Source: an optimization exercise on an open RTL-to-GDS flow (aim: small area, a short achievable clock period and few clock cycles per item). Production flows keep margins and buffers that such runs may drop. Where RTL was checked, it was by simulation tests only, not by an equivalence proof against the original. The RTL of runs 5 to 7 was laid out without a check of its function. Power figures rest on the tool's default switching activity, not on a simulated workload.

==> flow/design.v <==
module cdt_builder (
    input  wire        clk,
    input  wire        rst,             
    input  wire [4:0]  cfg_k,
    input  wire [10:0] cfg_min_used,
    input  wire [10:0] cfg_max_used,
    input  wire [15:0] cfg_max_width,
    input  wire [2:0]  cfg_interp,
    input  wire        in_valid,
    output wire        in_ready,
    input  wire [24:0] in_count,
    output reg         out_valid,
    output reg  [9:0]  out_code,
    output reg  [15:0] out_entry,
    output reg  [9:0]  out_fine,
    output reg         out_wrap,
    output reg         res_valid,
    output wire [2:0]  res_interp,
    output reg         res_accept,
    output wire [10:0] res_used,
    output wire [24:0] res_widest,
    output reg         res_event,
    output wire [7:0]  res_acc_mask
);
    reg         v1;
    wire [9:0]  cprev = out_code + {8'd0, v0 & v1, v0 ^ v1};
    reg         first;
    reg         last;
    reg  [2:0]  st;             
    reg         rdy;            
    reg  [4:0]  k_nx;           
    assign in_ready = rdy;
    wire        take  = in_valid & in_ready;       
    wire        clr   = first & in_ready;
    reg  [24:0] h0;             
    reg         v0;
    reg  [4:0]  k_q;            
    reg  [10:0] min_used_q;
    reg  [10:0] max_used_q;
    reg  [15:0] max_width_q;
    reg  [2:0]  interp_q;
    wire [4:0]  k_in  = {cfg_k[3], cfg_k[2:0] == 3'd7, cfg_k[2:0] == 3'd6,
                         cfg_k[2:0] == 3'd5, cfg_k[2:0] == 3'd4};
    wire [4:0]  k_now = first ? k_nx : k_q;
    reg         chk;            
    wire        fin = v0 & first;           
    reg  [2:0]  hold;
    always @(*) begin
        hold = k_q[0] ? 3'd5 : k_q[1] ? 3'd4 : 3'd3;
    end
    always @(*) begin
        h0_d = ({25{take & k_now[0]}} & (in_count << 4)) |
               ({25{take & k_now[1]}} & (in_count << 3)) |
               ({25{take & k_now[2]}} & (in_count << 2)) |
               ({25{take & k_now[3]}} & (in_count << 1)) |
               ({25{take & k_now[4]}} & in_count) |
               ({25{fin}} & {1'b0, max_width_q, 8'd1});
    end
    reg  [24:0] h0_d;
    always @(posedge clk) begin
        h0    <= h0_d;
        k_nx  <= k_in;
        if (rst) begin
            st    <= 3'd0;
            rdy   <= 1'b0;
            first <= 1'b1;
            last  <= 1'b0;
            v0    <= 1'b0;
            chk   <= 1'b0;
        end else begin
            v0  <= take;
            chk <= fin;
            if (take) begin
                first <= last;
                last  <= (cprev == 10'd1021);
            end
            if (take & last)
                st <= hold;
            else if (st != 3'd0)
                st <= st - 3'd1;
            rdy <= ~(take & last) & ((st == 3'd0) | (st == 3'd1)) &
                   (~(take ? last : first) | in_valid);
        end
        if (clr) begin
            k_q         <= k_in;
            min_used_q  <= cfg_min_used;
            max_used_q  <= cfg_max_used;
            max_width_q <= cfg_max_width;
            interp_q    <= cfg_interp;
        end
    end
    reg  [25:1] a;              
    reg  [10:0] used;
    reg  [24:0] widest;         
    reg         ge_min;         
    reg         over_max;       
    wire [25:0] s_sum = {a, 1'b0} + {1'b0, h0};
    wire        nz    = v0 & (|h0);
    wire        gt    = h0 > widest;
    reg         shift;
    always @(*) begin
        shift = (k_q[0] & (st >= 3'd1) & (st <= 3'd4)) |
                (k_q[1] & (st >= 3'd1) & (st <= 3'd3)) |
                (k_q[2] & (st >= 3'd1) & (st <= 3'd2)) |
                (k_q[3] & (st == 3'd2));
    end
    always @(posedge clk) begin
        a <= clr ? 25'd128 : (a + h0);
        used <= clr ? 11'd0 : (used + {10'd0, nz});
        if (clr)
            widest <= 25'd0;
        else if (shift)
            widest <= widest >> 1;
        else if (gt & ~chk)
            widest <= h0;
        ge_min   <= ~clr & (ge_min | (used == min_used_q));
        over_max <= ~clr & (over_max | (nz & (used == max_used_q)));
    end
    reg  [16:0] e17;            
    wire [15:0] entry     = e17[15:0] | {16{e17[16]}};
    wire [10:0] fine_full = e17[16:6] + {10'd0, e17[5]};
    always @(posedge clk) begin
        e17 <= s_sum[25:9];
        if (rst) begin
            v1        <= 1'b0;
            out_valid <= 1'b0;
            out_code  <= 10'h3FF;
        end else begin
            v1        <= v0;
            out_valid <= v1;
            out_code  <= out_code + {9'd0, v1};
        end
        out_entry <= entry;
        out_fine  <= fine_full[9:0];
        out_wrap  <= fine_full[10];
    end
    wire        used_ok = (ge_min | (used == min_used_q)) & ~over_max;
    reg  [3:0]  run [0:7];
    reg  [7:0]  acc_mask;
    integer     i;
    wire        judge = (st == 3'd1);
    reg  [7:0]  is7;
    always @(*)
        for (i = 0; i < 8; i = i + 1)
            is7[i] = (run[i] == 4'b0110);
    always @(posedge clk) begin
        if (chk)
            res_accept <= gt & used_ok;
        res_event <= ~res_accept & is7[interp_q];
        if (rst) begin
            res_valid <= 1'b0;
            acc_mask  <= 8'd0;
            for (i = 0; i < 8; i = i + 1)
                run[i] <= 4'd0;
        end else begin
            res_valid <= judge;
            for (i = 0; i < 8; i = i + 1)
                if (judge && interp_q == i) begin
                    if (res_accept) begin
                        run[i]      <= 4'd0;
                        acc_mask[i] <= 1'b1;
                    end else if (run[i] != 4'b1100) begin
                        run[i]      <= {run[i][2:0], ~(run[i][3] ^ run[i][2])};
                    end
                end
        end
    end
    assign res_interp   = interp_q;
    assign res_used     = used;
    assign res_widest   = widest;
    assign res_acc_mask = acc_mask;
endmodule
==> flow/flow/run.sh <==
#!/bin/bash
# The standard layout, with buf_1 (rather than the default buffer) on the
# input and output ports; every port still gets its own buffer.
set -o pipefail
bash standard.sh "BUFFER_PORTS_ARGS=-buffer_cell sky130_fd_sc_hd__buf_1" finish > standard_make.log 2>&1
==> flow/standard.sh <==
#!/bin/bash
# synth_recipe.tcl (not shown) runs the flow's synth.tcl, then flattens the netlist and writes it again
# the make line also repeats each setting of config.mk as NAME=value (left out here)
make -C /OpenROAD-flow-scripts/flow DESIGN_CONFIG=/design/flow/config.mk WORK_HOME=/design/flow/orfs CLKGATE_MAP_FILE= SYNTH_SCRIPT=/design/flow/synth_recipe.tcl "${@:-finish}"
==> flow/config.mk <==
export PLATFORM = sky130hd
export DESIGN_NAME = cdt_builder
export DESIGN_NICKNAME = cdt_builder
export VERILOG_FILES = /design/flow/design.v
export SDC_FILE = /design/flow/constraint.sdc
export NUM_CORES = 4
export LEC_CHECK = 0
export CAP_MARGIN = 20
export CORE_MARGIN = 2
export CORE_UTILIZATION = 40
export SETUP_SLACK_MARGIN = 3.75
export SLEW_MARGIN = 20
==> flow/constraint.sdc <==
create_clock -name core_clock -period 6.0 [get_ports {clk}]
set_input_delay 1.2000 -clock core_clock [delete_from_list [all_inputs] [get_ports {clk}]]
set_output_delay 1.2000 -clock core_clock [all_outputs]
set_load 0.01 [all_outputs]
==> results of run 1 <==
-- layout by cell type, fill, tap and decap left out, types with 22 or more instances in the layout --
master / n
nor2_1: 92
inv_1: 53
ha_1: 89
buf_4: 61
xnor2_1: 32
dfxtp_1: 121
nand3_1: 58
dfxtp_4: 38
edfxtp_1: 47
mux2i_1: 31
buf_1: 87
a21o_1: 22
o21ai_0: 57
buf_6: 59
a21oi_1: 99
a22oi_1: 55
xor2_1: 47
and3_1: 23
nand2_1: 53
dfxtp_2: 40
clkbuf_16: 32
-- power by group through the flow --
| stage | clock network, mW | logic [mW] | registers [mW] |
|---|---|---|---|
| floorplan | 0 | 1.32 | 2.44 |
| global placement | 0 | 1.81 | 2.45 |
| detailed placement | 0 | 1.84 | 2.45 |
| CTS | 1.81 | 2.18 | 2.43 |
| global route | 1.87 | 2.58 | 2.49 |
| finish | 1.76 | 2.30 | 2.44 |
-- cells in the mapped netlist, drive strengths merged, types with 10 or more instances --
cell and number:
o21ai 67, a21oi 108, a22oi 55, xnor2 32, mux2i 31, nand2 58, or2 18, nor4b 12
nand4 16, dfxtp 199, inv 60, nor2 93, ha 102, nand3 59, and3 24, xor2 47
edfxtp 47, nand2b 10, a31oi 12, nor4 11, clkbuf 50, nor3 19, a21o 22, nor2b 10
-- per-stage QoR --
stage	cell area (sq um)	hold WS (ns)	total power [mW]	setup WS, ns	util
after floorplan	12300	0.389	3.76	3.70	-
final	15800	0.412	6.51	3.54	0.522
after CTS	15500	0.409	6.42	3.51	0.510
after detailed placement	13300	0.394	4.29	2.92	0.438
after global routing	15800	0.426	6.93	3.44	0.522
after global placement	13300	0.398	4.26	2.88	0.438
-- state kept, by name, indices dropped and copies added (netlist names), 3 cells and up, named ones only --
register,cells
a,25
acc_mask,8
e17,17
h0,25
interp_q,3
k_nx,5
k_q,5
max_used_q,11
max_width_q,16
min_used_q,11
out_code,10
out_entry,16
out_fine,10
run,32
st,3
used,11
widest,25
-- per-layer routing --
metal  global-route usage  wire (um)
met1                0.256      14200
met3               0.0314       1540
met5                    0          0
met4               0.0579        880
met2                0.294      13900
-- worst max-delay path, cell delays in order (launching register included) --
cell	delay, ns
edfxtp_1	0.43
buf_12	0.15
buf_6	0.11
-- what timing repair did --
item | CTS | global route
setup endpoints to repair | 145 | 162
cloned | 3 | 1
pin swaps | 46 | 25
setup buffers | 52 | 16
hold buffers | 0 | 0
gates resized for setup | 240 | 86
endpoints found under the hold margin | 0 | 0
-- layout make-up --
cell class,instances,area [sq um]
Fill cell,2730,14500
Tap cell,396,495
Timing Repair Buffer,240,1690
Clock buffer,42,868
Clock inverter,10,104
Sequential cell,246,5590
Multi-Input combinational cell,920,6840
Inverter,60,236
Timing Repair inverter,1,5.00
-- logic make-up (layout without fill, tap and decap cells) --
family | after synthesis | in the layout | synth area share
adders and majority gates | 104 | 104 | 0.107
and+or+nand+nor | 369 | 369 | 0.157
buffers and inverters | 115 | 353 | 0.0358
AOI/OAI and AO/OA | 336 | 337 | 0.178
muxes | 31 | 31 | 0.0253
DFF | 246 | 246 | 0.440
xor gates and xnor gates | 79 | 79 | 0.0564
-- worst paths after layout --
kind | startpoint | to | slack (ns) | cells after the start
setup / recovery | res_accept | res_accept | 3.54 | 2
setup reg to reg | widest[11] | widest[17] | 3.56 | 10
hold / removal | e17[3] | out_entry[3] | 0.41 | 1
hold reg to reg | e17[3] | out_entry[3] | 0.41 | 1
==> reports/qor.yml, run 1 <==
outcome: "finished clean"
maxSlewHeadroom: 0.578
power_frac_clock: 0.271
p_switching_mw: 2.24
tns_ns: 0
grt_pass1_vias: 9468
fin_crit_sh: 0.409
globalplace.congestion: 0.842
rows: 64
worstPathMaxFanout: 2
yosysUniqueCellTypes: 70
clock_latency_ns: 0.57
wl_per_cell_um: 15.9
drc_errors: 0
antenna_cells: 0
synth_top_area_share: 0.325
area_growth_pct: 29.2
dieWidth_um: 179
synth.net_count: 1458
yosysTopAreaCell: "dfxtp_1"
arrival_ns: 1.26
drt_pass1_iterations: 8
ys_warn_count: 2
detail-route-antenna-nets: 0
synthFlopType: "dfxtp_1"
yosys_register_bits: 246
fin_nets: 1676
vias: 10200
hpwlAfterDp_mm: 20.4
fin_skew_ns: 0.0185
synthArstFlopShare: 0
grt_max_degree: 61
first_iter_violations: 474
tightest_slew_ns: 0.624
min_path_type: "register to register"
synth_edf_count: 47
synth.avg_cell_area_sq_um: 9.58
die_area_sq_um: 32100
clkSinkCount: 246
start_util: 0.404
yosys-top-cells-area: "dfxtp_1 (32%), edfxtp_1 (12%), ha_1 (10%)"
grt_antenna_before_repair: 0
dp.cells: 1791
setup_viol: 0
coreArea_sq_um: 30300
synth_seq_area_share: 0.440
cts_root_buf: "clkbuf_16"
final_layout_size_suffix_gt1_frac: 0.244
totalWireLength_mm: 30.5
end_kind: "output pin"
pwr-share-comb: 0.354
cts_buffer_depth: 3
p_int_mw: 4.27
fin_cells: 1915
max_cap_violations: 0
h-tree-depth: 1
overflow: 0
die_h_um: 179
drv_slew: 0
track_usage: 0.185
cts_buffers: 29
cts_tree: "yes"
cts.reportedPaths.clkPinSlew_ns: 0.06
cp.required_ns: 4.80
p_leak_nw: 6.62
peakVddDrop_mv: 0.217
viasPerCell: 5.33
io-pin-count: 163
finalHoldViolCount: 0
postSynthCellCount: 1280
min_period_ns: 2.46
pwr-share-seq: 0.375
netlist_area_sq_um: 12300
rsz0062_at_grt: "yes"
fmax_mhz: 407
swShare: 0.344
powerDensity_nw_per_um2: 411
io_buffers: 161
start_kind: "register"
critPathKind: "register to output pin"
grt_pass1_wl_mm: 48.2
Testbench counts, summed over its fixed seeds: cycles 65,753, items 65,536.
==> run 2, diff against run 1 <==
--- a/flow/config.mk
+++ b/flow/config.mk
@@ -8,5 +8,7 @@
 export CAP_MARGIN = 20
 export CORE_MARGIN = 2
-export CORE_UTILIZATION = 40
+export CORE_UTILIZATION = 50
+export CTS_CLUSTER_DIAMETER = 100
+export CTS_CLUSTER_SIZE = 20
 export SETUP_SLACK_MARGIN = 3.75
 export SLEW_MARGIN = 20
==> run 2 against run 1 <==
Still clean; power down 13%; flip-flop and latch count unchanged; final area down 6.3%; critical path depth up 6; clock skew up 0.0037 ns; critical endpoint is now e17[13]; largest cell class unchanged; largest power group unchanged.
==> reports/qor.yml, run 2 <==
synth_edf_count: 47  # unchanged
met2_usage: 0.343  # was 0.294
postSynthCellCount: 1280  # unchanged
setup_viol: 0  # unchanged
synth.net_count: 1458  # unchanged
synth_compound_area_frac: 0.178  # unchanged
final_cell_mix: "dfxtp_1 (125), buf_1 (108), a21oi_1 (102)"  # was dfxtp_1 (121), a21oi_1 (99), nor2_1 (92)
largest_register_ffs: 32  # unchanged
synthMuxAreaShare: 0.0253  # unchanged
powerDensity_nw_per_um2: 383  # was 411 nW/um^2
critPathKind: "register to register"  # was register to output pin
final_layout_size_suffix_gt1_frac: 0.204  # was 0.244
fin_skew_ns: 0.0222  # was 0.0185 ns
place_area_sq_um: 13200  # was 13,300 sq um
grt_max_degree: 61  # unchanged
cts.reportedPaths.clkPinSlew_ns: 0.08  # was 0.06 ns
area_growth_pct: 21.1  # was 29.2%
synthArstFlopShare: 0  # unchanged
arrival_ns: 2.87  # was 1.26 ns
synthXorXnorAreaFrac: 0.0564  # unchanged
vias: 9939  # was 10.2k
p_leak_nw: 6.18  # was 6.62 nW
tns_ns: 0  # unchanged
ys_warn_count: 2  # unchanged
synth_top_area_share: 0.325  # unchanged
clock_latency_ns: 0.51  # was 0.57 ns
rsz0062_at_grt: "yes"  # unchanged
maxSlewHeadroom: 0.498  # was 0.578
drt_pass1_iterations: 5  # was 8
die_h_um: 161  # was 179 um
cts_buffer_depth: 3  # unchanged
detail-route-antenna-nets: 0  # unchanged
wl_per_cell_um: 16.0  # was 15.9 um
yosysTopAreaCell: "dfxtp_1"  # unchanged
totalWireLength_mm: 28.8  # was 30.5 mm
stdcell_area_sq_um: 14800  # was 15,800 sq um
end_kind: "register"  # was output pin
cp.required_ns: 6.42  # was 4.80 ns
synthFlopType: "dfxtp_1"  # unchanged
busiest_layer: "met2"  # unchanged
start_kind: "register"  # unchanged
synth.avg_cell_area_sq_um: 9.58  # unchanged
io-pin-count: 163  # unchanged
yosys_register_bits: 246  # unchanged
synth-simple-area-share: 0.157  # unchanged
cts_root_buf: "clkbuf_16"  # unchanged
grt_antenna_before_repair: 0  # unchanged
tightest_slew_ns: 0.752  # was 0.624 ns
fin_crit_sh: 0.408  # was 0.409
finalHoldViolCount: 0  # unchanged
synthAdderAreaFrac: 0.107  # unchanged
dieWidth_um: 161  # was 179 um
min_path_type: "register to register"  # unchanged
track_usage: 0.213  # was 0.185
worstPathMaxFanout: 5  # was 2
final_common_cell: "dfxtp_1"  # unchanged
synth_top_family_by_area: "compound AO/OA/AOI/OAI gates"  # unchanged
overflow: 0  # unchanged
viasPerCell: 5.52  # was 5.33
coreArea_sq_um: 24200  # was 30,300 sq um
hpwlAfterDp_mm: 19.7  # was 20.4 mm
use_met1: 0.300  # was 0.256
outcome: "finished clean"  # unchanged
first_iter_violations: 622  # was 474
cts_buffers: 16  # was 29
synth_seq_area_share: 0.440  # unchanged
drc_errors: 0  # unchanged
clkSinkCount: 246  # unchanged
met3_usage: 0.0364  # was 0.0314
cts_hold_buf: 0  # unchanged
antenna_cells: 0  # unchanged
rows: 57  # was 64
peakVddDrop_mv: 0.261  # was 0.217 mV
globalplace.congestion: 0.843  # was 0.842
h-tree-depth: 1  # unchanged
netlist_area_sq_um: 12300  # unchanged
min_period_ns: 2.45  # was 2.46 ns
synth_most_common_cell: "dfxtp_1"  # unchanged
synth_common_cells: "dfxtp_1 (199), a21oi_1 (108), ha_1 (102)"  # unchanged
fmax_mhz: 409  # was 407 MHz
io_buffers: 161  # unchanged
start_util: 0.507  # was 0.404
regMostFlops: "run"  # unchanged
cts_tree: "yes"  # unchanged
yosysUniqueCellTypes: 70  # unchanged
drv_slew: 0  # unchanged
yosys-top-cells-area: "dfxtp_1 (32%), edfxtp_1 (12%), ha_1 (10%)"  # unchanged
die_area_sq_um: 25800  # was 32,100 sq um
grt_pass1_wl_mm: 45.6  # was 48.2 mm
max_cap_violations: 0  # unchanged
grt_pass1_vias: 9156  # was 9,468
fin_nets: 1647  # was 1,676
## run 2: cell counts after synthesis
No cell type changed its count.
## run 2: kinds of logic after synthesis
family | Yosys count
and+or+nand+nor | 369
AOI/OAI and AO/OA | 336
DFF | 246
buffers and inverters | 115
adders and majority gates | 104
xor gates and xnor gates | 79
muxes | 31
## run 2: worst max-delay path: stages (launching register included)
cell	delay, ns
dfxtp_4	0.41
ha_4	0.21
and3_4	0.14
a221o_1	0.37
a221oi_4	0.43
o31ai_4	0.10
or3_4	0.38
a31oi_4	0.17
xnor2_1	0.13
## run 2: path summary, 6_finish.rpt
| path | startpoint | endpoint | slack, ns | cells past startpoint |
|---|---|---|---|---|
| worst max register to register | h0[7] | e17[13] | 3.55 | 8 |
| worst min-delay path | e17[3] | out_entry[3] | 0.41 | 1 |
| worst max-delay path | h0[7] | e17[13] | 3.55 | 8 |
| worst min register to register | e17[3] | out_entry[3] | 0.41 | 1 |
## run 2: stage by stage
step                      setup slack [ns]  utilization  std cells  power [mW]  hold slack [ns]
final                                 3.55        0.614       1801        5.68            0.413
after global routing                  3.46        0.614       1801        6.07            0.432
after CTS                             3.53        0.595       1777        5.60            0.412
after detailed placement              2.94        0.547       1721        4.28            0.394
after global placement                3.00        0.547       1721        4.25            0.392
after floorplan                       3.70            -       1280        3.76            0.389
## run 2: cell type report
type,instances,area (sq um)
flip-flops and latches,246,5550
clock buffers,25,465
fillers,2142,9340
inverters,60,225
repair buffers,225,1290
well taps,324,405
multi-input cells,920,6890
clock inverters,1,16.3
## run 2: what timing repair did
| action | in CTS | in global routing |
|---|---|---|
| endpoints found under the setup margin | 97 | 90 |
| cloned | 2 | 0 |
| buffers inserted | 28 | 24 |
| gates resized for setup | 155 | 79 |
| pin swaps | 44 | 31 |
## run 2: per-layer routing
metal	wire, um	vias to the layer above
met5	0	-
met4	536	0
met3	1490	32
met2	12900	220
met1	13900	4625
li1	-	5062
## run 2: power by group
group | leakage [nW] | switching, mW | internal, mW
clock | 0.232 | 0.568 | 0.542
combinational | 3.85 | 1.20 | 0.959
sequential | 2.09 | 0.291 | 2.12
==> run 3, diff against run 2 <==
--- a/flow/design.v
+++ b/flow/design.v
@@ -90,10 +90,15 @@
         end
     end
-    reg  [25:1] a;              
+    reg  [12:0] a_lo;
+    reg  [12:0] a_hi;
+    reg         a_c;
     reg  [10:0] used;
     reg  [24:0] widest;         
     reg         ge_min;         
     reg         over_max;       
-    wire [25:0] s_sum = {a, 1'b0} + {1'b0, h0};
+    wire [13:0] s_lo_d = {1'b0, a_lo} + {1'b0, h0[12:0]};
+    wire [12:0] s_hi_d = a_hi + {1'b0, h0[24:13]} + {12'd0, a_c};
+    wire [13:0] a_lo_d = {1'b0, a_lo} + {1'b0, h0[11:0], 1'b0};
+    wire [12:0] a_hi_d = a_hi + h0[24:12] + {12'd0, a_c};
     wire        nz    = v0 & (|h0);
     wire        gt    = h0 > widest;
@@ -106,20 +111,27 @@
     end
     always @(posedge clk) begin
-        a <= clr ? 25'd128 : (a + h0);
+        a_lo <= clr ? 13'd256 : a_lo_d[12:0];
+        a_hi <= clr ? 13'd0   : a_hi_d;
+        a_c  <= ~clr & a_lo_d[13];
         used <= clr ? 11'd0 : (used + {10'd0, nz});
-        if (clr)
-            widest <= 25'd0;
-        else if (shift)
+        if (shift)
             widest <= widest >> 1;
-        else if (gt & ~chk)
+        else if (clr | (v0 & gt))
             widest <= h0;
         ge_min   <= ~clr & (ge_min | (used == min_used_q));
         over_max <= ~clr & (over_max | (nz & (used == max_used_q)));
     end
-    reg  [16:0] e17;            
+    reg  [12:0] s_hi;           
+    reg         s_c;
+    reg  [3:0]  s_mid;          
+    wire [12:0] e_hi      = s_hi + {12'd0, s_c};           
+    wire [16:0] e17       = {e_hi, s_mid};                 
     wire [15:0] entry     = e17[15:0] | {16{e17[16]}};
-    wire [10:0] fine_full = e17[16:6] + {10'd0, e17[5]};
+    wire [12:0] fine_sum  = s_hi + {11'd0, 1'b1, s_c};
+    wire [10:0] fine_full = fine_sum[12:2];
     always @(posedge clk) begin
-        e17 <= s_sum[25:9];
+        s_hi  <= s_hi_d;
+        s_c   <= s_lo_d[13];
+        s_mid <= s_lo_d[12:9];
         if (rst) begin
             v1        <= 1'b0;
--- a/flow/config.mk
+++ b/flow/config.mk
@@ -8,7 +8,7 @@
 export CAP_MARGIN = 20
 export CORE_MARGIN = 2
-export CORE_UTILIZATION = 50
+export CORE_UTILIZATION = 60
 export CTS_CLUSTER_DIAMETER = 100
 export CTS_CLUSTER_SIZE = 20
-export SETUP_SLACK_MARGIN = 3.75
+export SETUP_SLACK_MARGIN = 3.85
 export SLEW_MARGIN = 20
==> run 3 against run 2 <==
Critical path depth up 1; final cell count down 3.9%; combinational power up 6%; clock-buffer cell count down 1; sequential power up 5%; hold slack worse by 0.00097 ns; power up 3.5%; global-route usage up 3.6 points; flip-flop and latch count up 2.
==> reports/qor.yml, run 3 <==
synth_seq_area_share: 0.466  # was 0.440
globalplace.congestion: 0.886  # was 0.843
yosysTopAreaCell: "dfxtp_1"  # unchanged
final_common_cell: "dfxtp_1"  # unchanged
overflow: 0  # unchanged
die_area_sq_um: 21400  # was 25,800 sq um
stdcell_area_sq_um: 15300  # was 14,800 sq um
min_path_type: "register to register"  # unchanged
cts_buffer_depth: 3  # unchanged
io_buffers: 161  # unchanged
first_iter_violations: 681  # was 622
finalHoldViolCount: 0  # unchanged
cts.reportedPaths.clkPinSlew_ns: 0.09  # was 0.08 ns
cpPeakStageDelay_ns: 0.40  # was 0.43 ns
grt_pass1_vias: 9103  # was 9,156
synthArstFlopShare: 0  # unchanged
whs_endpoint: "out_entry[3]"  # unchanged
fin_cells: 1730  # was 1,801
outcome: "finished clean"  # unchanged
cts_root_buf: "clkbuf_16"  # unchanged
p_leak_nw: 6.26  # was 6.18 nW
wl_per_cell_um: 16.6  # was 16.0 um
cts_hold_buf: 0  # unchanged
antenna_cells: 0  # unchanged
fin_nets: 1633  # was 1,647
crit_start: "widest[4]"  # was h0[7]
grt_antenna_before_repair: 0  # unchanged
clkSinkCount: 248  # was 246
r2r_setup_slack_ns: 3.52  # was 3.55 ns
start_kind: "register"  # unchanged
netlist_area_sq_um: 12200  # was 12,300 sq um
yosys-top-cells-area: "dfxtp_1 (29%), edfxtp_1 (18%), ha_1 (10%)"  # was dfxtp_1 (32%), edfxtp_1 (12%), ha_1 (10%)
regMostFlops: "run"  # unchanged
cts_tree: "yes"  # unchanged
cp.required_ns: 6.25  # was 6.42 ns
yosysUniqueCellTypes: 76  # was 70
maxSlewHeadroom: 0.497  # was 0.498
cts_buffers: 16  # unchanged
busiest_layer: "met2"  # unchanged
largest_register_ffs: 32  # unchanged
min_period_ns: 2.48  # was 2.45 ns
final_cell_mix: "dfxtp_1 (121), nor2_1 (98), nand2_1 (87)"  # was dfxtp_1 (125), buf_1 (108), a21oi_1 (102)
track_usage: 0.249  # was 0.213
fmax_mhz: 404  # was 409 MHz
path_delay_family: "simple AND/OR/NAND/NOR gates"  # was compound AO/OA/AOI/OAI gates
peakVddDrop_mv: 0.312  # was 0.261 mV
path_cells: "inv_1 > ha_1 > nand4_1 > nor4_2 > and2_4 > o41ai_4 > nor2_4 > buf_12 > nand2_4"  # was ha_4 > and3_4 > a221o_1 > a221oi_4 > o31ai_4 > or3_4 > a31oi_4 > xnor2_1
h-tree-depth: 1  # unchanged
worst-path-buf-inv: 2  # was 0
arrival_ns: 2.73  # was 2.87 ns
ys_warn_count: 2  # unchanged
drc_errors: 0  # unchanged
postSynthCellCount: 1233  # was 1,280
io-pin-count: 163  # unchanged
place_area_sq_um: 13100  # was 13,200 sq um
yosys_register_bits: 248  # was 246
die_h_um: 146  # was 161 um
rsz0062_at_grt: "yes"  # unchanged
synth.avg_cell_area_sq_um: 9.87  # was 9.58 sq um
reg2reg_from: "widest[4]"  # was h0[7]
synth_common_cells: "dfxtp_1 (177), nor2_1 (104), ha_1 (101)"  # was dfxtp_1 (199), a21oi_1 (108), ha_1 (102)
start_util: 0.607  # was 0.507
r2r_cells: 9  # was 8
fin_skew_ns: 0.0426  # was 0.0222 ns
max_cap_violations: 0  # unchanged
dieWidth_um: 146  # was 161 um
worstPathMaxFanout: 6  # was 5
detail-route-antenna-nets: 0  # unchanged
hold_depth: 1  # unchanged
dp.cells: 1631  # was 1,721
met2_usage: 0.405  # was 0.343
synth.net_count: 1414  # was 1,458
area_growth_pct: 25.9  # was 21.1%
hp-start: "s_mid[3]"  # was e17[3]
viasPerCell: 5.74  # was 5.52
totalWireLength_mm: 28.7  # was 28.8 mm
critPathKind: "register to register"  # unchanged
setup_viol: 0  # unchanged
grt_max_degree: 62  # was 61
synth_edf_count: 71  # was 47
synth_top_area_share: 0.291  # was 0.325
drv_slew: 0  # unchanged
powerDensity_nw_per_um2: 384  # was 383 nW/um^2
tns_ns: 0  # unchanged
met3_usage: 0.0356  # was 0.0364
drt_pass1_iterations: 5  # unchanged
hpwlAfterDp_mm: 18.4  # was 19.7 mm
clock_latency_ns: 0.52  # was 0.51 ns
slowest_stage: "edfxtp_1"  # was a221oi_4
fin_crit_sh: 0.413  # was 0.408
r2r_end: "widest[0]"  # was e17[13]
use_met1: 0.355  # was 0.300
synthFlopType: "dfxtp_1"  # unchanged
final_layout_size_suffix_gt1_frac: 0.251  # was 0.204
coreArea_sq_um: 20000  # was 24,200 sq um
grt_pass1_wl_mm: 44.3  # was 45.6 mm
rows: 52  # was 57
top_regs: "run: 32 flops, h0: 25 flops, widest: 25 flops"
synth_most_common_cell: "dfxtp_1"  # unchanged
tightest_slew_ns: 0.744  # was 0.752 ns
vias: 9927  # was 9,939
end_kind: "register"  # unchanged
-- run 3: changes by cell type after synthesis, moves of 16 or more --
cell      previous run  this run
a21o_1              22         6
a21oi_1            108        74
dfxtp_1            199       177
edfxtp_1            47        71
mux2i_1             31         8
nand2_1             58        91
-- run 3: per-stage QoR --
step	util	setup slack (ns)	hold slack [ns]	power (mW)
after global routing	0.765	3.43	0.428	6.24
after detailed placement	0.652	3.30	0.393	4.25
after floorplan	-	3.83	0.386	3.74
after global placement	0.652	3.32	0.388	4.20
final	0.765	3.52	0.412	5.88
after CTS	0.723	3.57	0.412	5.53
-- run 3: how the worst max path moves through the flow --
stage                 endpoint  slack, ns  cells after the start
floorplan             a_hi[12]       3.83                     10
global placement         h0[6]       3.32                      5
detailed placement       h0[6]       3.30                      5
CTS                 res_accept       3.57                      2
global route         widest[0]       3.43                      9
finish               widest[0]       3.52                      9
-- run 3: kinds of logic after synthesis --
logic type,Yosys count,share of synthesized area
buffers and inverters,111,0.0353
multiplexers,8,0.00658
AO/OA/AOI/OAI,283,0.153
XOR/XNOR,81,0.0598
flip-flops,248,0.466
AND/OR/NAND/NOR,395,0.166
adder cells (fa/ha/maj),107,0.114
-- run 3: area by class of cell --
class                   instances  area (sq um)
multi-input cells             877          6770
flip-flops and latches        248          5810
fillers                      1414          4720
repair buffers                239          1670
clock buffers                  24           430
well taps                     270           338
inverters                      69           264
clock inverters                 2          32.5
repair inverters                1          5.00
-- run 3: timing repair --
| item | 4_1_cts | 5_1_grt |
|---|---|---|
| setup endpoints to repair | 184 | 215 |
| resized for setup | 194 | 159 |
| pin swaps | 20 | 54 |
| setup buffers | 41 | 27 |
| gates cloned | 3 | 2 |
| endpoints found under the hold margin | 0 | 0 |
-- run 3: routing by layer --
layer  share of wire  vias to the layer above  wire length, um
met5               0                        -                0
met4           0.023                        0              654
met3           0.057                       47             1640
met2            0.47                      317            13400
met1            0.45                     4674            13000
li1                -                     4889                -
-- run 3: power breakdown --
| part | leakage, nW | internal (mW) | switching, mW |
|---|---|---|---|
| Sequential | 2.16 | 2.22 | 0.307 |
| Clock | 0.220 | 0.508 | 0.566 |
| Combinational | 3.88 | 0.994 | 1.29 |
Testbench counts of run 3, summed over its fixed seeds: cycles 65,753, items 65,536.
==> run 4, diff against run 3 <==
--- a/flow/config.mk
+++ b/flow/config.mk
@@ -8,7 +8,7 @@
 export CAP_MARGIN = 20
 export CORE_MARGIN = 2
-export CORE_UTILIZATION = 60
+export CORE_UTILIZATION = 50
 export CTS_CLUSTER_DIAMETER = 100
 export CTS_CLUSTER_SIZE = 20
-export SETUP_SLACK_MARGIN = 3.85
+export SETUP_SLACK_MARGIN = 3.75
 export SLEW_MARGIN = 20
==> run 4 against run 3 <==
Critical endpoint is now res_accept; combinational power fell by 11%; synthesized area did not move; power fell by 4.4%; die area rose by 19%; highest routed layer unchanged; first-iteration DRC count rose by 11%; fmax rose by 2.6%; sequential share of layout area rose by 2.0 points; final area fell by 5.3%; synthesized cell count did not move; critical path type is now register to output pin.
==> reports/qor.yml, run 4 <==
overflow: 0  # unchanged
synthFlopType: "dfxtp_1"  # unchanged
setup_viol: 0  # unchanged
worst_slack_ns: 3.59  # was 3.52 ns
largest_register_ffs: 32  # unchanged
final_layout_size_suffix_gt1_frac: 0.170  # was 0.251
maxSlewHeadroom: 0.523  # was 0.497
io-pin-count: 163  # unchanged
start_kind: "register"  # unchanged
synthArstFlopShare: 0  # unchanged
clkSinkCount: 248  # unchanged
synth_edf_count: 71  # unchanged
max_cap_violations: 0  # unchanged
min_period_ns: 2.41  # was 2.48 ns
rows: 57  # was 52
die_area_sq_um: 25600  # was 21,400 sq um
place_ws_ns: 3.30  # about the same
dieWidth_um: 160  # was 146 um
cts.reportedPaths.clkPinSlew_ns: 0.09  # about the same
outcome: "finished clean"  # unchanged
peakVddDrop_mv: 0.252  # was 0.312 mV
yosys-top-cells-area: "dfxtp_1 (29%), edfxtp_1 (18%), ha_1 (10%)"  # unchanged
yosys_register_bits: 248  # unchanged
rsz0062_at_grt: "yes"  # unchanged
fin_crit_sh: 0.402  # was 0.413
synth.avg_cell_area_sq_um: 9.87  # unchanged
antenna_cells: 0  # unchanged
worstSetupPathDepth: 2  # was 9
cts_tree: "yes"  # unchanged
start_util: 0.505  # was 0.607
grt_pass1_wl_mm: 46.1  # was 44.3 mm
hpwlAfterDp_mm: 19.9  # was 18.4 mm
stdcell_area_sq_um: 14500  # was 15,300 sq um
final_common_cell: "dfxtp_1"  # unchanged
final_cell_mix: "dfxtp_1 (135), buf_1 (114), nor2_1 (101)"  # was dfxtp_1 (121), nor2_1 (98), nand2_1 (87)
yosysTopAreaCell: "dfxtp_1"  # unchanged
synth_top_area_share: 0.291  # unchanged
h-tree-depth: 1  # unchanged
yosysUniqueCellTypes: 76  # unchanged
globalplace.congestion: 0.837  # was 0.886
arrival_ns: 1.21  # was 2.73 ns
postSynthCellCount: 1233  # unchanged
min_path_type: "register to register"  # unchanged
cts_buffer_depth: 3  # unchanged
worst-path-buf-inv: 2  # unchanged
tns_ns: 0  # unchanged
vias: 9572  # was 9,927
first_iter_violations: 755  # was 681
finalHoldViolCount: 0  # unchanged
powerDensity_nw_per_um2: 388  # was 384 nW/um^2
io_buffers: 161  # unchanged
grt_max_degree: 63  # was 62
drc_errors: 0  # unchanged
end_kind: "output pin"  # was register
cp.required_ns: 4.80  # was 6.25 ns
synth.net_count: 1414  # unchanged
clock_latency_ns: 0.51  # was 0.52 ns
synth_seq_area_share: 0.466  # unchanged
slowest_stage: "edfxtp_1"  # unchanged
r2r_cells: 9  # unchanged
detail-route-antenna-nets: 0  # unchanged
drt_pass1_iterations: 5  # unchanged
synth_common_cells: "dfxtp_1 (177), nor2_1 (104), ha_1 (101)"  # unchanged
critPathKind: "register to output pin"  # was register to register
worstPathMaxFanout: 2  # was 6
top_regs: "run: 32 flops, h0: 25 flops, widest: 25 flops"  # unchanged
coreArea_sq_um: 24100  # was 20,000 sq um
totalWireLength_mm: 28.9  # was 28.7 mm
cpPeakStageDelay_ns: 0.45  # was 0.40 ns
place_area_sq_um: 13100  # about the same
fin_nets: 1603  # was 1,633
grt_antenna_before_repair: 0  # unchanged
hold_depth: 1  # unchanged
fmax_mhz: 414  # was 404 MHz
area_growth_pct: 19.2  # was 25.9%
grt_pass1_vias: 8996  # was 9,103
regMostFlops: "run"  # unchanged
ys_warn_count: 2  # unchanged
synth_most_common_cell: "dfxtp_1"  # unchanged
cts_root_buf: "clkbuf_16"  # unchanged
wl_per_cell_um: 16.5  # was 16.6 um
path_cells: "buf_12 > buf_6"  # was inv_1 > ha_1 > nand4_1 > nor4_2 > and2_4 > o41ai_4 > nor2_4 > buf_12 > nand2_4
total_power_mw: 5.62  # was 5.88 mW
viasPerCell: 5.46  # was 5.74
fin_skew_ns: 0.0184  # was 0.0426 ns
netlist_area_sq_um: 12200  # unchanged
die_h_um: 160  # was 146 um
cts_buffers: 16  # unchanged
path_delay_family: "flip-flops"  # was simple AND/OR/NAND/NOR gates
tightest_slew_ns: 0.714  # was 0.744 ns
track_usage: 0.219  # was 0.249
drv_slew: 0  # unchanged
p_leak_nw: 5.94  # was 6.26 nW
run 4: changes by cell type in the layout (fill, tap and decap cells not counted), sizes merged:
| cell | change |
|---|---|
| clkbuf | -19 |
| buf | -10 |
| clkinv | -2 |
| inv | +2 |
| clkinvlp | -1 |
run 4: final timing paths:
path / start / to / slack, ns
max: res_accept / res_accept / 3.59
max reg2reg: widest[12] / widest[11] / 3.62
min reg2reg: s_mid[1] / out_entry[1] / 0.41
min: s_mid[1] / out_entry[1] / 0.41
run 4: where the power goes:
part | internal [mW] | switching, mW | total (mW) | leakage (nW)
registers | 2.21 | 0.297 | 2.51 | 2.15
clock network | 0.528 | 0.565 | 1.09 | 0.226
logic | 0.810 | 1.21 | 2.02 | 3.56
run 4: routing by layer:
layer | vias to the layer above | wire (um) | track usage
met4 | 0 | 607 | 0.0553
met2 | 234 | 13200 | 0.353
met3 | 47 | 1560 | 0.0353
met5 | - | 0 | 0
li1 | 4836 | - | -
met1 | 4455 | 13500 | 0.310
run 4: layout make-up:
cell class / count / area [sq um]
Sequential cell: 248 / 5790
Multi-Input combinational cell: 877 / 6420
Timing Repair Buffer: 210 / 1160
Fill cell: 2133 / 9590
Inverter: 69 / 265
Clock inverter: 2 / 15.0
Tap cell: 324 / 405
Clock buffer: 24 / 452
run 4: kinds of logic (layout without fill, tap and decap cells):
family / after synthesis / after routing / synth area share
XOR/XNOR: 81 / 81 / 0.0598
multiplexers: 8 / 8 / 0.00658
flip-flops: 248 / 248 / 0.466
adder cells (fa/ha/maj): 107 / 107 / 0.114
buffers and inverters: 111 / 305 / 0.0353
AO/OA/AOI/OAI: 283 / 283 / 0.153
AND/OR/NAND/NOR: 395 / 398 / 0.166
run 4: repair_timing:
action	in CTS	in global routing
cloned	2	2
endpoints found under the setup margin	147	159
gates resized for setup	96	106
endpoints found under the hold margin	0	0
hold buffers	0	0
pin swaps	8	29
setup buffers	14	25
run 4: stage by stage:
stage,hold slack (ns),instances,util
2_1_floorplan,0.386,1233,-
3_3_place_gp,0.395,1685,0.544
3_5_place_dp,0.394,1685,0.544
4_1_cts,0.414,1727,0.577
5_1_grt,0.435,1754,0.602
6_report,0.412,1754,0.602
run 4: worst reg2reg max path: cells and delay by family (launching register included):
family          cells  cell delay (ns)
compound gates      1             0.11
fa+ha+maj           1             0.29
buf+inv             2             0.23
flops               1             0.38
simple gates        5             1.11
==> run 5, diff against run 4 <==
--- a/flow/design.v
+++ b/flow/design.v
@@ -152,12 +152,12 @@
     integer     i;
     wire        judge = (st == 3'd1);
-    reg  [7:0]  is7;
-    always @(*)
-        for (i = 0; i < 8; i = i + 1)
-            is7[i] = (run[i] == 4'b0110);
+    wire [3:0]  run_sel = run[interp_q];
+    wire [3:0]  run_new = res_accept ? 4'd0 :
+                          (run_sel == 4'b1100) ? 4'b1100 :
+                          {run_sel[2:0], ~(run_sel[3] ^ run_sel[2])};
     always @(posedge clk) begin
         if (chk)
             res_accept <= gt & used_ok;
-        res_event <= ~res_accept & is7[interp_q];
+        res_event <= ~res_accept & (run_sel == 4'b0110);
         if (rst) begin
             res_valid <= 1'b0;
@@ -169,10 +169,7 @@
             for (i = 0; i < 8; i = i + 1)
                 if (judge && interp_q == i) begin
-                    if (res_accept) begin
-                        run[i]      <= 4'd0;
+                    run[i] <= run_new;
+                    if (res_accept)
                         acc_mask[i] <= 1'b1;
-                    end else if (run[i] != 4'b1100) begin
-                        run[i]      <= {run[i][2:0], ~(run[i][3] ^ run[i][2])};
-                    end
                 end
         end
==> run 5 against run 4 <==
Still clean; combinational power up 2%; synthesized area is 1.1% lower; register-to-register slack got worse by 0.18 ns; worst setup slack got worse by 0.14 ns; fmax down 5.6%; critical endpoint is now widest[23].
==> reports/qor.yml, run 5 <==
first_iter_violations: 660  # was 755
postSynthCellCount: 1179  # was 1,233
power_frac_clock: 0.190  # was 0.194
globalplace.congestion: 0.836  # was 0.837
hpwlAfterDp_mm: 20.1  # was 19.9 mm
io_buffers: 161  # unchanged
synthFlopType: "dfxtp_1"  # unchanged
pwr-share-seq: 0.442  # was 0.447
rows: 56  # was 57
netlist_area_sq_um: 12000  # was 12,200 sq um
pwr-share-comb: 0.367  # was 0.359
outcome: "finished clean"  # unchanged
die_area_sq_um: 25300  # was 25,600 sq um
arrival_ns: 2.79  # was 1.21 ns
ys_warn_count: 2  # unchanged
top_regs: "run: 32 flops, h0: 25 flops, widest: 25 flops"  # unchanged
cts_buffer_depth: 3  # unchanged
clock_latency_ns: 0.51  # about the same
final_cell_mix: "dfxtp_1 (137), buf_1 (114), ha_1 (85)"  # was dfxtp_1 (135), buf_1 (114), nor2_1 (101)
cts_buffers: 16  # unchanged
synth.avg_cell_area_sq_um: 10.2  # was 9.87 sq um
fin_nets: 1573  # was 1,603
stdcell_area_sq_um: 14800  # was 14,500 sq um
dp.cells: 1626  # was 1,685
io-pin-count: 163  # unchanged
swShare: 0.351  # was 0.368
cts_hold_buf: 0  # unchanged
worstPathMaxFanout: 6  # was 2
tightest_slew_ns: 0.645  # was 0.714 ns
maxSlewHeadroom: 0.570  # was 0.523
clkSinkCount: 248  # unchanged
start_kind: "register"  # unchanged
grt_max_degree: 63  # unchanged
overflow: 0  # unchanged
cts.reportedPaths.clkPinSlew_ns: 0.09  # about the same
yosys-top-cells-area: "dfxtp_1 (29%), edfxtp_1 (18%), ha_1 (9.0%)"  # was dfxtp_1 (29%), edfxtp_1 (18%), ha_1 (10%)
tns_ns: 0  # unchanged
grt_pass1_wl_mm: 46.8  # was 46.1 mm
fin_crit_sh: 0.426  # was 0.402
place_area_sq_um: 13000  # was 13,100 sq um
powerDensity_nw_per_um2: 380  # was 388 nW/um^2
synth_common_cells: "dfxtp_1 (177), ha_1 (87), nor2_1 (79)"  # was dfxtp_1 (177), nor2_1 (104), ha_1 (101)
final_common_cell: "dfxtp_1"  # unchanged
area_growth_pct: 22.9  # was 19.2%
r2r_setup_slack_ns: 3.44  # was 3.62 ns
track_usage: 0.225  # was 0.219
h-tree-depth: 1  # unchanged
synth_most_common_cell: "dfxtp_1"  # unchanged
drc_errors: 0  # unchanged
synth_edf_count: 71  # unchanged
cts_tree: "yes"  # unchanged
die_h_um: 159  # was 160 um
largest_register_ffs: 32  # unchanged
synth_seq_area_share: 0.472  # was 0.466
fin_cells: 1738  # was 1,754
regMostFlops: "run"  # unchanged
synth.net_count: 1346  # was 1,414
viasPerCell: 5.46  # about the same
rsz0062_at_grt: "yes"  # unchanged
synthArstFlopShare: 0  # unchanged
critPathKind: "register to register"  # was register to output pin
cts_root_buf: "clkbuf_16"  # unchanged
yosys_register_bits: 248  # unchanged
fillerInstances: 2023  # was 2,133
p_switching_mw: 1.97  # was 2.07 mW
start_util: 0.511  # was 0.505
vias: 9482  # was 9,572
detail-route-antenna-nets: 0  # unchanged
drv_slew: 0  # unchanged
grt_pass1_vias: 9012  # was 8,996
setup_viol: 0  # unchanged
p_leak_nw: 6.04  # was 5.94 nW
reg2reg_from: "widest[22]"  # was widest[12]
wl_per_cell_um: 17.2  # was 16.5 um
drt_pass1_iterations: 8  # was 5
yosysTopAreaCell: "dfxtp_1"  # unchanged
p_int_mw: 3.65  # was 3.55 mW
max_cap_violations: 0  # unchanged
r2r_end: "widest[23]"  # was widest[11]
totalWireLength_mm: 29.8  # was 28.9 mm
coreArea_sq_um: 23500  # was 24,100 sq um
crit_start: "widest[22]"  # was res_accept
yosysUniqueCellTypes: 70  # was 76
end_kind: "register"  # was output pin
cp-endpoint: "widest[23]"  # was res_accept
r2r_cells: 8  # was 9
dieWidth_um: 159  # was 160 um
fmax_mhz: 391  # was 414 MHz
peakVddDrop_mv: 0.230  # was 0.252 mV
final_layout_size_suffix_gt1_frac: 0.214  # was 0.170
fin_skew_ns: 0.0281  # was 0.0184 ns
finalHoldViolCount: 0  # unchanged
min_period_ns: 2.56  # was 2.41 ns
synth_top_area_share: 0.294  # was 0.291
min_path_type: "register to register"  # unchanged
grt_antenna_before_repair: 7  # was 0
cp.required_ns: 6.23  # was 4.80 ns
[run 5: cell types whose count changed after synthesis, sizes merged, moves of 9 or more]
| cell | change |
|---|---|
| nor2 | -25 |
| mux2 | +20 |
| nand2 | -20 |
| a21oi | -17 |
| ha | -14 |
| and3 | -11 |
| a21o | +10 |
| buf | +10 |
| clkbuf | -9 |
| mux2i | +9 |
| nand3b | +9 |
[run 5: per-stage QoR]
stage	hold slack, ns	utilization	power (mW)	worst slack, ns
6_report	0.413	0.628	5.62	3.44
4_1_cts	0.417	0.598	5.41	3.47
2_1_floorplan	0.386	-	3.70	3.76
3_5_place_dp	0.395	0.551	4.20	3.09
3_3_place_gp	0.393	0.551	4.16	3.06
5_1_grt	0.440	0.628	6.02	3.35
[run 5: metal layers]
metal,track usage,up-vias,wire [um]
li1,-,4750,-
met3,0.0435,58,1640
met2,0.368,227,13900
met4,0.0603,6,758
met5,0,-,41
met1,0.307,4441,13400
[run 5: worst min-delay path by stage]
stage	startpoint	endpoint	slack, ns	depth (start not counted)
global placement	s_mid[0]	out_entry[0]	0.39	1
detailed placement	s_mid[1]	out_entry[1]	0.40	1
floorplan	s_mid[0]	out_entry[0]	0.39	1
finish	s_mid[1]	out_entry[1]	0.41	1
CTS	s_mid[1]	out_entry[1]	0.42	1
global route	s_mid[1]	out_entry[1]	0.44	1
[run 5: power groups by stage]
stage	clock network, mW	logic, mW	registers [mW]
final	1.07	2.07	2.49
after global routing	1.17	2.31	2.54
after CTS	1.10	1.82	2.49
after detailed placement	0	1.65	2.54
after global placement	0	1.63	2.53
after floorplan	0	1.18	2.52
[run 5: area by class of cell]
type / instances / area, sq um / share of cell area
clock buffers: 25 / 434 / 0.0294
flip-flops and latches: 248 / 5770 / 0.390
clock inverters: 2 / 32.5 / 0.00220
inverters: 62 / 248 / 0.0168
repair buffers: 248 / 1500 / 0.102
diodes: 4 / 10.0 / 0.000677
well taps: 319 / 399 / 0.0270
multi-input cells: 830 / 6390 / 0.432
[run 5: kinds of logic after synthesis]
| family | count (synthesis) | synth area share |
|---|---|---|
| buffers and inverters | 105 | 0.0356 |
| DFF | 248 | 0.472 |
| xor gates and xnor gates | 82 | 0.0597 |
| adders and majority gates | 93 | 0.100 |
| AOI/OAI and AO/OA | 275 | 0.155 |
| muxes | 38 | 0.0347 |
| and+or+nand+nor | 338 | 0.143 |
[run 5: critical path, cell delays in order, from the launching register on]
cell and delay (ns):
edfxtp_1 0.37, inv_1 0.05, ha_1 0.30, nand4_1 0.25, nor4_4 0.40, nand4_1 0.25
nand2_2 0.14, a21oi_4 0.06, or3_4 0.48
[run 5: what timing repair did]
| item | in CTS | in global routing |
|---|---|---|
| pin swaps | 20 | 44 |
| endpoints found under the setup margin | 212 | 177 |
| endpoints found under the hold margin | 0 | 0 |
| gates cloned | 3 | 4 |
| gates resized for setup | 125 | 104 |
| setup buffers | 41 | 33 |
==> run 6, diff against run 5 <==
--- a/flow/config.mk
+++ b/flow/config.mk
@@ -11,4 +11,4 @@
 export CTS_CLUSTER_DIAMETER = 100
 export CTS_CLUSTER_SIZE = 20
-export SETUP_SLACK_MARGIN = 3.75
+export SETUP_SLACK_MARGIN = 3.6
 export SLEW_MARGIN = 20
==> run 6 against run 5 <==
Power fell by 1.9%; synthesized cell count did not move; hold slack got worse by 0.0020 ns; worst setup slack improved by 0.080 ns; synthesized area did not move; critical endpoint is now widest[5]; largest cell class unchanged.
==> reports/qor.yml, run 6 <==
outcome: "finished clean"  # unchanged
first_iter_violations: 749  # was 660
drv_slew: 0  # unchanged
max_cap_violations: 0  # unchanged
detail-route-antenna-nets: 0  # unchanged
end_kind: "register"  # unchanged
start_util: 0.511  # unchanged
synth_edf_count: 71  # unchanged
h-tree-depth: 1  # unchanged
yosys_register_bits: 248  # unchanged
fin_nets: 1543  # was 1,573
fillerInstances: 2076  # was 2,023
synth_seq_area_share: 0.472  # unchanged
top_regs: "run: 32 flops, h0: 25 flops, widest: 25 flops"  # unchanged
synth_top_area_share: 0.294  # unchanged
rows: 56  # unchanged
grt_pass1_wl_mm: 46.7  # was 46.8 mm
worst-path-buf-inv: 0  # was 1
grt_antenna_before_repair: 2  # was 7
coreArea_sq_um: 23500  # unchanged
rsz0062_at_grt: "yes"  # unchanged
synth.avg_cell_area_sq_um: 10.2  # unchanged
clock_latency_ns: 0.51  # about the same
clkSinkCount: 248  # unchanged
setup_viol: 0  # unchanged
grt_pass1_vias: 8879  # was 9,012
regMostFlops: "run"  # unchanged
ys_warn_count: 2  # unchanged
final_common_cell: "dfxtp_1"  # unchanged
yosysUniqueCellTypes: 70  # unchanged
vias: 9382  # was 9,482
min_period_ns: 2.48  # was 2.56 ns
die_area_sq_um: 25300  # unchanged
p_leak_nw: 5.67  # was 6.04 nW
hpwlAfterDp_mm: 20.1  # about the same
overflow: 0  # unchanged
worstPathMaxFanout: 6  # unchanged
finalHoldViolCount: 0  # unchanged
cts.reportedPaths.clkPinSlew_ns: 0.10  # was 0.09 ns
wl_per_cell_um: 17.0  # was 17.2 um
fmax_mhz: 404  # was 391 MHz
synth_most_common_cell: "dfxtp_1"  # unchanged
largest_register_ffs: 32  # unchanged
track_usage: 0.224  # was 0.225
total_power_mw: 5.52  # was 5.62 mW
synth_common_cells: "dfxtp_1 (177), ha_1 (87), nor2_1 (79)"  # unchanged
arrival_ns: 2.72  # was 2.79 ns
netlist_area_sq_um: 12000  # unchanged
totalWireLength_mm: 29.0  # was 29.8 mm
maxSlewHeadroom: 0.515  # was 0.570
cts_root_buf: "clkbuf_16"  # unchanged
final_layout_size_suffix_gt1_frac: 0.138  # was 0.214
synthFlopType: "dfxtp_1"  # unchanged
drt_pass1_iterations: 5  # was 8
peakVddDrop_mv: 0.230  # about the same
antenna_cells: 0  # was 4
fin_crit_sh: 0.413  # was 0.426
synthArstFlopShare: 0  # unchanged
cp.required_ns: 6.24  # was 6.23 ns
cts_buffer_depth: 3  # unchanged
critPathKind: "register to register"  # unchanged
timing.critical_path.mode_cell: "nand4_1"  # unchanged
cts_tree: "yes"  # unchanged
fin_skew_ns: 0.0222  # was 0.0281 ns
start_kind: "register"  # unchanged
cpPeakStageDelay_ns: 0.43  # was 0.48 ns
path_cells: "ha_1 > nand4_1 > nor4_4 > nand4_1 > nand2_1 > a21oi_4 > or3_4"  # was inv_1 > ha_1 > nand4_1 > nor4_4 > nand4_1 > nand2_2 > a21oi_4 > or3_4
io-pin-count: 163  # unchanged
postSynthCellCount: 1179  # unchanged
yosys-top-cells-area: "dfxtp_1 (29%), edfxtp_1 (18%), ha_1 (9.0%)"  # unchanged
min_path_type: "register to register"  # unchanged
final_core_util: 0.603  # was 0.628
yosysTopAreaCell: "dfxtp_1"  # unchanged
cts_buffers: 16  # unchanged
powerDensity_nw_per_um2: 389  # was 380 nW/um^2
viasPerCell: 5.51  # was 5.46
tightest_slew_ns: 0.724  # was 0.645 ns
slowest_stage: "or3_4"  # unchanged
die_h_um: 159  # unchanged
grt_max_degree: 63  # unchanged
synth.net_count: 1346  # unchanged
final_cell_mix: "dfxtp_1 (158), buf_1 (151), ha_1 (80)"  # was dfxtp_1 (137), buf_1 (114), ha_1 (85)
tns_ns: 0  # unchanged
dieWidth_um: 159  # unchanged
path_delay_family: "simple AND/OR/NAND/NOR gates"  # unchanged
area_growth_pct: 17.9  # was 22.9%
io_buffers: 161  # unchanged
globalplace.congestion: 0.834  # was 0.836
drc_errors: 0  # unchanged
==> run 6: changes by cell type in the layout (fill, tap and decap cells not counted), moves of 5 or more <==
cell | previous run | this run
buf_1 | 114 | 151
buf_2 | 26 | 0
buf_4 | 68 | 49
buf_6 | 18 | 7
clkbuf_2 | 15 | 6
dfxtp_1 | 137 | 158
dfxtp_2 | 21 | 15
dfxtp_4 | 19 | 4
ha_1 | 85 | 80
ha_4 | 2 | 7
o21ai_0 | 44 | 49
==> run 6: layout make-up <==
cell class | instances | area (sq um) | area share
well taps | 319 | 399 | 0.0281
inverters | 62 | 235 | 0.0166
flip-flops and latches | 248 | 5710 | 0.402
clock buffers | 26 | 459 | 0.0324
multi-input cells | 830 | 6220 | 0.438
clock inverters | 1 | 16.3 | 0.00115
repair buffers | 218 | 1150 | 0.0811
==> run 6: worst paths after layout <==
path                  end  depth (start not counted)  startpoint  slack, ns
max             widest[5]                          7      h0[18]       3.52
min          out_entry[0]                          1    s_mid[0]       0.41
max reg2reg     widest[5]                          7      h0[18]       3.52
min reg2reg  out_entry[0]                          1    s_mid[0]       0.41
==> run 6: logic make-up after synthesis <==
kind of cell,Yosys count,synth area share
AO/OA/AOI/OAI,275,0.155
flip-flops,248,0.472
multiplexers,38,0.0347
XOR/XNOR,82,0.0597
adder cells (fa/ha/maj),93,0.100
AND/OR/NAND/NOR,338,0.143
buffers and inverters,105,0.0356
==> run 6: through the flow <==
stage | hold WS, ns | worst slack [ns] | cells | instance area, sq um
global route | 0.420 | 3.43 | 1704 | 14200
finish | 0.411 | 3.52 | 1704 | 14200
global placement | 0.388 | 2.76 | 1625 | 12900
detailed placement | 0.394 | 2.97 | 1626 | 12900
CTS | 0.414 | 3.45 | 1691 | 13900
floorplan | 0.386 | 3.64 | 1179 | 12100
==> run 6: report_power, final <==
part	internal, mW	switching, mW	leakage [nW]
clock network	0.533	0.575	0.227
logic	0.843	1.08	3.31
registers	2.20	0.291	2.14
total	3.57	1.94	5.67
==> run 6: routing by layer <==
layer / share of wire / vias to the layer above / GRT usage
met5: 0.00086 / - / 0
met4: 0.030 / 4 / 0.0669
met2: 0.45 / 252 / 0.355
met1: 0.46 / 4393 / 0.315
met3: 0.056 / 48 / 0.0401
li1: - / 4685 / -
==> run 6: what timing repair did <==
item                                    CTS  global route
pin swaps                                17            15
endpoints found under the setup margin  143            96
hold buffers                              0             0
gates resized for setup                  47            52
cloned                                    4             1
setup buffers                            34            12
==> run 7, diff against run 6 <==
--- a/flow/config.mk
+++ b/flow/config.mk
@@ -13,2 +13,3 @@
 export SETUP_SLACK_MARGIN = 3.6
 export SLEW_MARGIN = 20
+export TNS_END_PERCENT = 10
==> run 7 against run 6 <==
Fmax hardly changed; register-to-register slack hardly changed; non-clock buffer count is 3 lower; flip-flop and latch count stayed put; die area stayed put; worst setup slack worse by 0.0019 ns; clock-buffer cell count stayed put; clock power hardly changed; critical path depth is 6 lower; clock skew is 0.0058 ns lower; synthesized cell count stayed put; sequential power hardly changed; critical endpoint is now res_used[2]; largest cell class unchanged; highest routed layer unchanged.
==> reports/qor.yml, run 7 <==
netlist_area_sq_um: 12000  # unchanged
ys_warn_count: 2  # unchanged
area_growth_pct: 15.8  # was 17.9%
r2r_setup_slack_ns: 3.53  # was 3.52 ns
yosys_register_bits: 248  # unchanged
synth_edf_count: 71  # unchanged
start_util: 0.511  # unchanged
synth_common_cells: "dfxtp_1 (177), ha_1 (87), nor2_1 (79)"  # unchanged
place_area_sq_um: 12900  # about the same
outcome: "finished clean"  # unchanged
drc_errors: 0  # unchanged
path_cells: "buf_1"  # was ha_1 > nand4_1 > nor4_4 > nand4_1 > nand2_1 > a21oi_4 > or3_4
io-pin-count: 163  # unchanged
top_regs: "run: 32 flops, h0: 25 flops, widest: 25 flops"  # unchanged
yosysTopAreaCell: "dfxtp_1"  # unchanged
dieWidth_um: 159  # unchanged
cts_buffers: 16  # unchanged
yosysUniqueCellTypes: 70  # unchanged
largest_register_ffs: 32  # unchanged
synth.net_count: 1346  # unchanged
synthArstFlopShare: 0  # unchanged
grt_max_degree: 63  # unchanged
track_usage: 0.222  # was 0.224
die_area_sq_um: 25300  # unchanged
p_leak_nw: 5.59  # was 5.67 nW
synth.avg_cell_area_sq_um: 10.2  # unchanged
synth_top_area_share: 0.294  # unchanged
end_kind: "output pin"  # was register
wl_per_cell_um: 17.0  # about the same
hold_depth: 1  # unchanged
h-tree-depth: 1  # unchanged
vias: 9309  # was 9,382
cts_buffer_depth: 3  # unchanged
fin_skew_ns: 0.0164  # was 0.0222 ns
final_cell_mix: "dfxtp_1 (160), buf_1 (160), ha_1 (84)"  # was dfxtp_1 (158), buf_1 (151), ha_1 (80)
synth_top_family_by_area: "compound AO/OA/AOI/OAI gates"  # unchanged
io_buffers: 161  # unchanged
synthXorXnorAreaFrac: 0.0597  # unchanged
maxSlewHeadroom: 0.438  # was 0.515
worstPathMaxFanout: 9  # was 6
fmax_mhz: 404  # about the same
regMostFlops: "run"  # unchanged
overflow: 0  # unchanged
detail-route-antenna-nets: 0  # unchanged
final_layout_size_suffix_gt1_frac: 0.116  # was 0.138
die_h_um: 159  # unchanged
grt_pass1_wl_mm: 45.9  # was 46.7 mm
synthMuxAreaShare: 0.0347  # unchanged
finalHoldViolCount: 0  # unchanged
first_iter_violations: 657  # was 749
synthFlopType: "dfxtp_1"  # unchanged
path_delay_family: "flip-flops"  # was simple AND/OR/NAND/NOR gates
stdcell_area_sq_um: 13900  # was 14,200 sq um
fin_crit_sh: 0.413  # about the same
powerDensity_nw_per_um2: 390  # was 389 nW/um^2
drv_slew: 0  # unchanged
tightest_slew_ns: 0.840  # was 0.724 ns
clkSinkCount: 248  # unchanged
synth_compound_area_frac: 0.155  # unchanged
cts_root_buf: "clkbuf_16"  # unchanged
slowest_stage: "dfxtp_1"  # was or3_4
totalWireLength_mm: 28.9  # was 29.0 mm
start_kind: "register"  # unchanged
setup_viol: 0  # unchanged
critPathKind: "register to output pin"  # was register to register
peakVddDrop_mv: 0.246  # was 0.230 mV
globalplace.congestion: 0.824  # was 0.834
cts_tree: "yes"  # unchanged
drt_pass1_iterations: 5  # unchanged
reg2reg_from: "widest[11]"  # was h0[18]
yosys-top-cells-area: "dfxtp_1 (29%), edfxtp_1 (18%), ha_1 (9.0%)"  # unchanged
cts.reportedPaths.clkPinSlew_ns: 0.08  # was 0.10 ns
synth-simple-area-share: 0.143  # unchanged
coreArea_sq_um: 23500  # unchanged
cp.required_ns: 4.80  # was 6.24 ns
whs_endpoint: "out_entry[2]"  # was out_entry[0]
r2r_cells: 8  # was 7
grt_antenna_before_repair: 5  # was 2
worst-path-buf-inv: 1  # was 0
fin_nets: 1539  # was 1,543
synthAdderAreaFrac: 0.100  # unchanged
tns_ns: 0  # unchanged
rows: 56  # unchanged
synth_seq_area_share: 0.472  # unchanged
clock_latency_ns: 0.51  # about the same
synth_most_common_cell: "dfxtp_1"  # unchanged
dp.cells: 1625  # was 1,626
total_power_mw: 5.44  # was 5.52 mW
grt_pass1_vias: 8782  # was 8,879
fin_cells: 1703  # was 1,704
viasPerCell: 5.47  # was 5.51
r2r_end: "widest[17]"  # was widest[5]
hpwlAfterDp_mm: 20.1  # about the same
min_path_type: "register to register"  # unchanged
rsz0062_at_grt: "yes"  # unchanged
fin_hold_ws_ns: 0.410  # was 0.411 ns
cpPeakStageDelay_ns: 0.58  # was 0.43 ns
max_cap_violations: 0  # unchanged
arrival_ns: 1.28  # was 2.72 ns
hp-start: "s_mid[2]"  # was s_mid[0]
min_period_ns: 2.48  # about the same
postSynthCellCount: 1179  # unchanged
run 7: cell type report:
| cell class | instances | area [sq um] |
|---|---|---|
| Sequential cell | 248 | 5700 |
| Clock inverter | 2 | 32.5 |
| Inverter | 62 | 238 |
| Multi-Input combinational cell | 829 | 6110 |
| Antenna cell | 2 | 5.00 |
| Tap cell | 319 | 399 |
| Clock buffer | 26 | 438 |
| Fill cell | 2121 | 9600 |
| Timing Repair Buffer | 215 | 1020 |
run 7: repair_timing:
item / CTS / global route
cloned: 2 / 1
pin swaps: 15 / 23
hold buffers: 0 / 0
gates resized for setup: 25 / 32
setup endpoints to repair: 117 / 159
buffers inserted: 33 / 11
run 7: logic make-up after synthesis:
kind of cell | after synthesis
AND/OR/NAND/NOR | 338
AO/OA/AOI/OAI | 275
flip-flops | 248
buffers and inverters | 105
adder cells (fa/ha/maj) | 93
XOR/XNOR | 82
multiplexers | 38
run 7: report_power, final:
group	internal [mW]	switching (mW)	total, mW
Sequential	2.20	0.286	2.49
Combinational	0.811	1.06	1.87
Clock	0.513	0.572	1.09
Total	3.52	1.92	5.44
run 7: worst max path at each step:
stage                      from           to  cells after the start
floorplan           interp_q[2]    run[1][0]                      9
global placement    interp_q[2]    run[1][0]                      7
detailed placement  interp_q[2]    run[1][0]                      7
CTS                      h0[13]     s_hi[12]                     12
global route         widest[23]   widest[22]                      8
finish                  used[2]  res_used[2]                      1
run 7: per-layer routing:
metal  part of all wire  global-route usage  wire length [um]  up-vias
met5             0.0014                   0                40        -
met4              0.022              0.0554               636        6
met3              0.050              0.0396              1450       44
met2               0.47               0.370             13500      220
met1               0.46               0.301             13300     4344
li1                   -                   -                 -     4695
run 7: metrics by stage:
step           setup slack, ns   util
2_1_floorplan             3.53      -
3_3_place_gp              2.88  0.549
3_5_place_dp              2.81  0.549
4_1_cts                   3.33  0.584
5_1_grt                   3.42  0.592
6_report                  3.52  0.592

[separate check: timing with driven ports]
The flow's constraints put no driver on any port. The routed layouts listed below were extracted and timed again, unchanged, in two steps. Step 1 (the two cells are an assumption about what drives the block):
set clk [get_ports {clk}]
set_driving_cell -lib_cell sky130_fd_sc_hd__clkbuf_16 $clk
set_driving_cell -lib_cell sky130_fd_sc_hd__buf_2 [delete_from_list [all_inputs] $clk]
Step 2 moves the port delays by t, midway between the first and last clock arrival at a register: inputs arrive t later, outputs are due t later. That takes back most of the time a late clock gives input paths. a / b / c = no drivers / after step 1 / after step 2; a / b = the first two.
| run | t (ns) | slack for setup (ns) | worst data-port slew with drivers (ns) |
|---|---|---|---|
| run 1 | 0.611 | 3.544 / 3.492 / 3.444 | 0.05 |
| run 2 | 0.544 | 3.553 / 3.539 / 3.458 | 0.04 |
| run 3 | 0.547 | 3.523 / 3.523 / 3.523 | 0.04 |
| run 4 | 0.548 | 3.587 / 3.537 / 3.472 | 0.05 |
| run 5 | 0.542 | 3.444 / 3.444 / 3.444 | 0.07 |
| run 6 | 0.544 | 3.524 / 3.506 / 3.461 | 0.07 |
| run 7 | 0.552 | 3.522 / 3.471 / 3.491 | 0.07 |
After both steps setup and hold are still met in every run listed. For run 4, which loses most, drivers alone change the setup slack by -0.050 ns; drivers and shift together by -0.115 ns.
